Source: an optimization exercise on an open RTL-to-GDS flow (aim: small area and a short achievable clock period). Production flows keep margins and buffers that such runs may drop. At most, simulation tests tie the RTL to the original design; equivalence was not proved. The clock port is modelled as an ideal driver; clocking choices that lean on that would not hold on a real chip.

Design ring_rx_check, start of the top module:
module ring_rx_check (
    input  wire        clk,
    input  wire        rst,           
    input  wire        col_valid,     
    input  wire [39:0] col_code,      
    input  wire        los,           
    output reg         v_valid,       
    output reg  [3:0]  v_reason,      
    output reg  [9:0]  v_len,         
    output wire [95:0] v_hdr,         
    output reg  [15:0] cnt_good,
    output reg  [15:0] cnt_hcrc,
    output reg  [15:0] cnt_bad,
    output wire [63:0] cnt_cv         
);
Size in the first run: roughly 430 flip-flops, roughly 270 I/O pins.
==> flow/config.mk <==
export PLATFORM = sky130hd
export DESIGN_NAME = ring_rx_check
export DESIGN_NICKNAME = ring_rx_check
export VERILOG_FILES = /design/flow/design.v
export SDC_FILE = /design/flow/constraint.sdc
export NUM_CORES = 4
export LEC_CHECK = 0
export CAP_MARGIN = 20
export CORE_MARGIN = 2
export CORE_UTILIZATION = 60
export SLEW_MARGIN = 20
export SYNTH_MEMORY_MAX_BITS = 16384
==> flow/constraint.sdc <==
create_clock -name core_clock -period 11.0 [get_ports {clk}]
set_input_delay 2.2000 -clock core_clock [delete_from_list [all_inputs] [get_ports {clk}]]
set_output_delay 2.2000 -clock core_clock [all_outputs]
set_load 0.01 [all_outputs]
standard.sh (not shown) runs the stock make flow with config.mk's settings and CLKGATE_MAP_FILE= SYNTH_SCRIPT=/design/flow/synth_recipe.tcl, a recipe that flattens the netlist after the stock synthesis.
==> flow/flow/run.sh <==
#!/bin/bash
# The standard layout (standard.sh: the standard synthesis and ORFS steps,
# unchanged), with two settings changed for the make run:
#  - CTS_ARGS: ORFS's own clock_tree_synthesis arguments without the dummy
#    loads CTS adds to balance the tree.
# Every ORFS step writes its own log under orfs/logs; make's output goes to
# make.log here.
set -euo pipefail
bash standard.sh SETUP_SLACK_MARGIN=7.7 \
    "CTS_ARGS=-sink_clustering_enable -repair_clock_nets -dont_use_dummy_load" \
    finish > make.log 2>&1
The first run completed without violations.
Change:
--- a/flow/design.v
+++ b/flow/design.v
@@ -420,26 +420,24 @@
         first_e30 = is_e30[0];
         for (i = 3; i >= 0; i = i - 1)
             if (k2[i] || cv2[i]) begin
                 first     = i;
                 first_ctl = is_ctl[i];
                 first_e30 = is_e30[i];
             end
     end
     reg [1:0]  hpos;
     reg [31:0] crc32;
     reg [15:0] crc16;    
     reg [79:0] hdr;      
-    reg        long_cls;   
-    reg        ll_bad;     
     wire [31:0] crc32_next;
     crc32_x32 u_crc32 (.t(crc32 ^ d2), .o(crc32_next));
     wire [15:0] crc16_half, crc16_col;
     crc16_x16 u_crc16_half (.t(crc16 ^ {d2[7:0], d2[15:8]}), .o(crc16_half));
     crc16_x16 u_crc16_col  (.t(crc16_half ^ {d2[23:16], d2[31:24]}), .o(crc16_col));
     always @(posedge clk) begin
         if (r2)
             hpos <= 2'd3;
         else if (v2) begin
             if (start2)
                 hpos <= 2'd0;
             else if (hpos != 2'd3)
@@ -448,47 +446,46 @@
         if (v2) begin
             if (start2)
                 crc32 <= 32'hFFFFFFFF;
             else
                 crc32 <= crc32_next;
         end
         if (v2 && start2)
             crc16 <= 16'hFFFF;
         if (v2 && !start2) begin
             if (hpos == 2'd0) begin
                 hdr[31:0] <= d2;
                 crc16     <= crc16_col;
-                long_cls  <= d2[7] ^ d2[6];
-                ll_bad    <= d2[23] && (d2[7:6] != 2'b11 || d2[14:8] != 7'h7F);
             end
             if (hpos == 2'd1) begin
                 hdr[63:32] <= d2;
                 crc16      <= crc16_col;
             end
             if (hpos == 2'd2) begin
                 hdr[79:64] <= d2[15:0];
                 crc16      <= crc16_half;
             end
         end
     end
     assign v_hdr = {crc16, hdr};
     wire       crc_ok  = crc32 == CRC32_RESIDUE;
     wire       hcrc_ok = crc16_half == d2[31:16];
     reg        in_frame;
     reg        skip;         
     reg [7:0]  ncol;         
     always @(posedge clk)
         if (v2)
             ncol <= start2 ? 8'd0 : ncol + 8'd1;
-    wire [7:0] lmax_col = long_cls ? 8'd132 : 8'd20;
+    wire [7:0] lmax_col = hdr[7] ^ hdr[6] ? 8'd132 : 8'd20;
+    wire       ll_bad   = hdr[23] && (hdr[7:6] != 2'b11 || hdr[14:8] != 7'h7F);
     wire       too_long = ncol == lmax_col && !(any_nd && first == 2'd0);
     wire       hdr_bad  = ncol == 8'd2 && (!hcrc_ok || ll_bad);
     reg [3:0]  reason;
     reg [9:0]  len;
     always @* begin
         len = {ncol, 2'b00};
         if (fault2)
             reason = R_LANEFAULT;
         else if (too_long)
             reason = R_LONG;
         else if (any_nd) begin
             len = {ncol, first};
The changed run finished with timing, DRC and antenna clean.
Hold slack got worse by 9.0 ps.
Via count is about the same.
Global-route usage increases by 0.12 points.
Maximum frequency came out higher by about 0.6%.
Clock-buffer cell count does not change.
Synthesized cell count is lower by about 1%.
Setup slack improved by 19 ps.
Register-to-register slack hardly moves.
Die area shrinks by about 0.6%.
Non-clock buffer count climbs by 11.
Sequential share of layout area fell by 0.38 points.
Final area rose by about 0.4%.
Synthesized area decreases by about 0.6%.
Only the layout flow was run in the first run of this note; the RTL was not checked for function there.

* * *

== T ==
ring_rx_check, a different RTL version from the one above (not shown whole).
Size in the first run: ~400 flip-flops, ~23000 µm² of cells after synthesis.
==> flow/config.mk <==
export PLATFORM = sky130hd
export DESIGN_NAME = ring_rx_check
export DESIGN_NICKNAME = ring_rx_check
export VERILOG_FILES = /design/flow/design.v
export SDC_FILE = /design/flow/constraint.sdc
export NUM_CORES = 4
export LEC_CHECK = 0
export CAP_MARGIN = 20
export CORE_MARGIN = 2
export CORE_UTILIZATION = 40
export SLEW_MARGIN = 20
export SYNTH_MEMORY_MAX_BITS = 16384
==> flow/constraint.sdc <==
create_clock -name core_clock -period 11.0 [get_ports {clk}]
set_input_delay 2.2000 -clock core_clock [delete_from_list [all_inputs] [get_ports {clk}]]
set_output_delay 2.2000 -clock core_clock [all_outputs]
set_load 0.01 [all_outputs]
==> flow/flow/run.sh <==
#!/bin/bash
# Standard layout (the standard.sh, unchanged synthesis and steps), with
# repair_timing asked for a larger setup margin so that the paths with slack
# to spare at the design's period are optimised too.  Every step's log is
# kept by ORFS under orfs/logs; make's own output goes to make.log.
set -euo pipefail
bash standard.sh SETUP_SLACK_MARGIN=7.7 finish > make.log 2>&1
T: done, clean on timing, DRC and antenna
#### Input delta (R over T)
-- flow/design.v --
<<< T, line 370
        end
    endgenerate
    reg [5:0] six;
    reg [3:0] four;
    reg [2:0] ones6, ones4;
    reg       rd6;
    always @* begin
        for (i = 0; i < 4; i = i + 1) begin
            six   = col_code[10*i +: 6];
            four  = col_code[10*i+6 +: 4];
            ones6 = six[0] + six[1] + six[2] + six[3] + six[4] + six[5];
            ones4 = four[0] + four[1] + four[2] + four[3];
            if (ones6 > 3'd3 || six == 6'b111000) rd6 = 1'b1;
            else if (ones6 < 3'd3 || six == 6'b000111) rd6 = 1'b0;
            else rd6 = rd[i];
            if (ones4 > 3'd2 || four == 4'b1100) rd_next[i] = 1'b1;
            else if (ones4 < 3'd2 || four == 4'b0011) rd_next[i] = 1'b0;
            else rd_next[i] = rd6;
        end
    end
    always @(posedge clk) begin
>>> R, line 370
        end
    endgenerate
    localparam [63:0] SIX_POS  = 64'hFFE8E880E8808000;
    localparam [63:0] SIX_NEG  = 64'h00010117011717FF;
    localparam [15:0] FOUR_POS = 16'hF880;
    localparam [15:0] FOUR_NEG = 16'h011F;
    always @* begin
        for (i = 0; i < 4; i = i + 1)
            rd_next[i] = FOUR_POS[col_code[10*i+6 +: 4]] ||
                         (!FOUR_NEG[col_code[10*i+6 +: 4]] &&
                          (SIX_POS[col_code[10*i +: 6]] ||
                           (!SIX_NEG[col_code[10*i +: 6]] && rd[i])));
    end
    always @(posedge clk) begin
--- outcome ---
- A worst setup path startpoint of col_code[31] is what R shows, while col_code[11] belongs to T.
- Side by side, total wirelength of the detailed-routed design turned out lower in R than in T.
- R ended with less fraction of the cycle the final worst path needs than T.
- Standard cell core area: T and R compared, higher one is T
- Maximum frequency on R is up relative to T.
- The standard cells in R occupy less silicon area than those in T do.
- The weighted congestion reported at the end of routability-driven placement of R is higher than that of T.
- Diff T -> R | area of the mapped netlist | down slightly
- Sort T and R by met3 usage in global routing, descending, and R comes first.
- Amount of wire on met2 after detailed routing for R is lower than for T.
- Diff T -> R: final-layout clock-cell area share has increased, clock buffer count in the final layout has increased.
No run of this note included a check of the RTL's function; only the layout flow was run.

* * *

ring_rx_check with an RTL version that a note above also has.
For scale: roughly 2300 cells after synthesis, ~430 flip-flops, ~23000 um2 of cells after synthesis.
Settings: LEC_CHECK=0, CAP_MARGIN=20, CORE_MARGIN=2, CORE_UTILIZATION=60, SLEW_MARGIN=20, SYNTH_MEMORY_MAX_BITS=16384; clock period 11.0 ns.
==> flow/flow/run.sh <==
#!/bin/bash
# The standard layout (standard.sh: the standard synthesis and ORFS steps,
# unchanged), with two settings changed for the make run:
#  - CTS_ARGS: ORFS's own clock_tree_synthesis arguments without the dummy
#    loads CTS adds to balance the tree.
# Every ORFS step writes its own log under orfs/logs; make's output goes to
# make.log here.
set -euo pipefail
bash standard.sh SETUP_SLACK_MARGIN=7.7 \
    "CTS_ARGS=-sink_clustering_enable -repair_clock_nets -dont_use_dummy_load -sink_clustering_size 20 -sink_clustering_max_diameter 50" \
    finish > make.log 2>&1
The baseline completed without violations.
==> next run, changes <==
--- a/flow/design.v
+++ b/flow/design.v
@@ -424,18 +424,16 @@
                 first_ctl = is_ctl[i];
                 first_e30 = is_e30[i];
             end
     end
     reg [1:0]  hpos;
     reg [31:0] crc32;
     reg [15:0] crc16;    
     reg [79:0] hdr;      
-    reg        long_cls;   
-    reg        ll_bad;     
     wire [31:0] crc32_next;
     crc32_x32 u_crc32 (.t(crc32 ^ d2), .o(crc32_next));
     wire [15:0] crc16_half, crc16_col;
     crc16_x16 u_crc16_half (.t(crc16 ^ {d2[7:0], d2[15:8]}), .o(crc16_half));
     crc16_x16 u_crc16_col  (.t(crc16_half ^ {d2[23:16], d2[31:24]}), .o(crc16_col));
     always @(posedge clk) begin
         if (r2)
             hpos <= 2'd3;
@@ -452,18 +450,16 @@
                 crc32 <= crc32_next;
         end
         if (v2 && start2)
             crc16 <= 16'hFFFF;
         if (v2 && !start2) begin
             if (hpos == 2'd0) begin
                 hdr[31:0] <= d2;
                 crc16     <= crc16_col;
-                long_cls  <= d2[7] ^ d2[6];
-                ll_bad    <= d2[23] && (d2[7:6] != 2'b11 || d2[14:8] != 7'h7F);
             end
             if (hpos == 2'd1) begin
                 hdr[63:32] <= d2;
                 crc16      <= crc16_col;
             end
             if (hpos == 2'd2) begin
                 hdr[79:64] <= d2[15:0];
                 crc16      <= crc16_half;
@@ -474,17 +470,18 @@
     wire       crc_ok  = crc32 == CRC32_RESIDUE;
     wire       hcrc_ok = crc16_half == d2[31:16];
     reg        in_frame;
     reg        skip;         
     reg [7:0]  ncol;         
     always @(posedge clk)
         if (v2)
             ncol <= start2 ? 8'd0 : ncol + 8'd1;
-    wire [7:0] lmax_col = long_cls ? 8'd132 : 8'd20;
+    wire [7:0] lmax_col = hdr[7] ^ hdr[6] ? 8'd132 : 8'd20;
+    wire       ll_bad   = hdr[23] && (hdr[7:6] != 2'b11 || hdr[14:8] != 7'h7F);
     wire       too_long = ncol == lmax_col && !(any_nd && first == 2'd0);
     wire       hdr_bad  = ncol == 8'd2 && (!hcrc_ok || ll_bad);
     reg [3:0]  reason;
     reg [9:0]  len;
     always @* begin
         len = {ncol, 2'b00};
         if (fault2)
             reason = R_LANEFAULT;
=> Wire length fell slightly. Worst setup slack loses 6.0 ps. Synthesized area fell slightly. Die area fell slightly. Fmax stays flat.
The RTL of the first run of this note was laid out without a check of its function.

==> what the ideal ports hide <==
The results above use ideal ports. As a check the final layouts listed here were re-extracted and re-timed, cells and wires unchanged.
Step 1 sets driving cells, clkbuf_16 on the clock port and buf_2 on the other inputs (assumed; they add their load-dependent delay and slew).
Step 2 also shifts input and output timing later by t, the mid clock arrival at the registers, as if the neighbouring blocks saw the same clock.
Three values: ideal, step 1, step 2; two values: the first two.
| run | t (ns) | slack for setup (ns) | worst slew at a driven data input, ns |
|---|---|---|---|
| the first run of note 1 | 0.612 | 7.614 / 7.555 / 7.346 | 0.09 |
| the second run of note 1 | 0.600 | 7.633 / 7.576 / 7.317 | 0.08 |
| T | 0.655 | 6.952 / 6.981 / 6.326 | 0.06 |
| R | 0.641 | 7.380 / 7.379 / 6.737 | 0.07 |
| the first run of note 3 | 0.619 | 7.613 / 7.554 / 7.317 | 0.08 |
| the second run of note 3 | 0.602 | 7.607 / 7.548 / 7.315 | 0.08 |
After both steps every run listed still meets setup and hold. For R, which loses most, drivers alone change the setup slack by -0.001 ns; drivers and shift together by -0.643 ns.
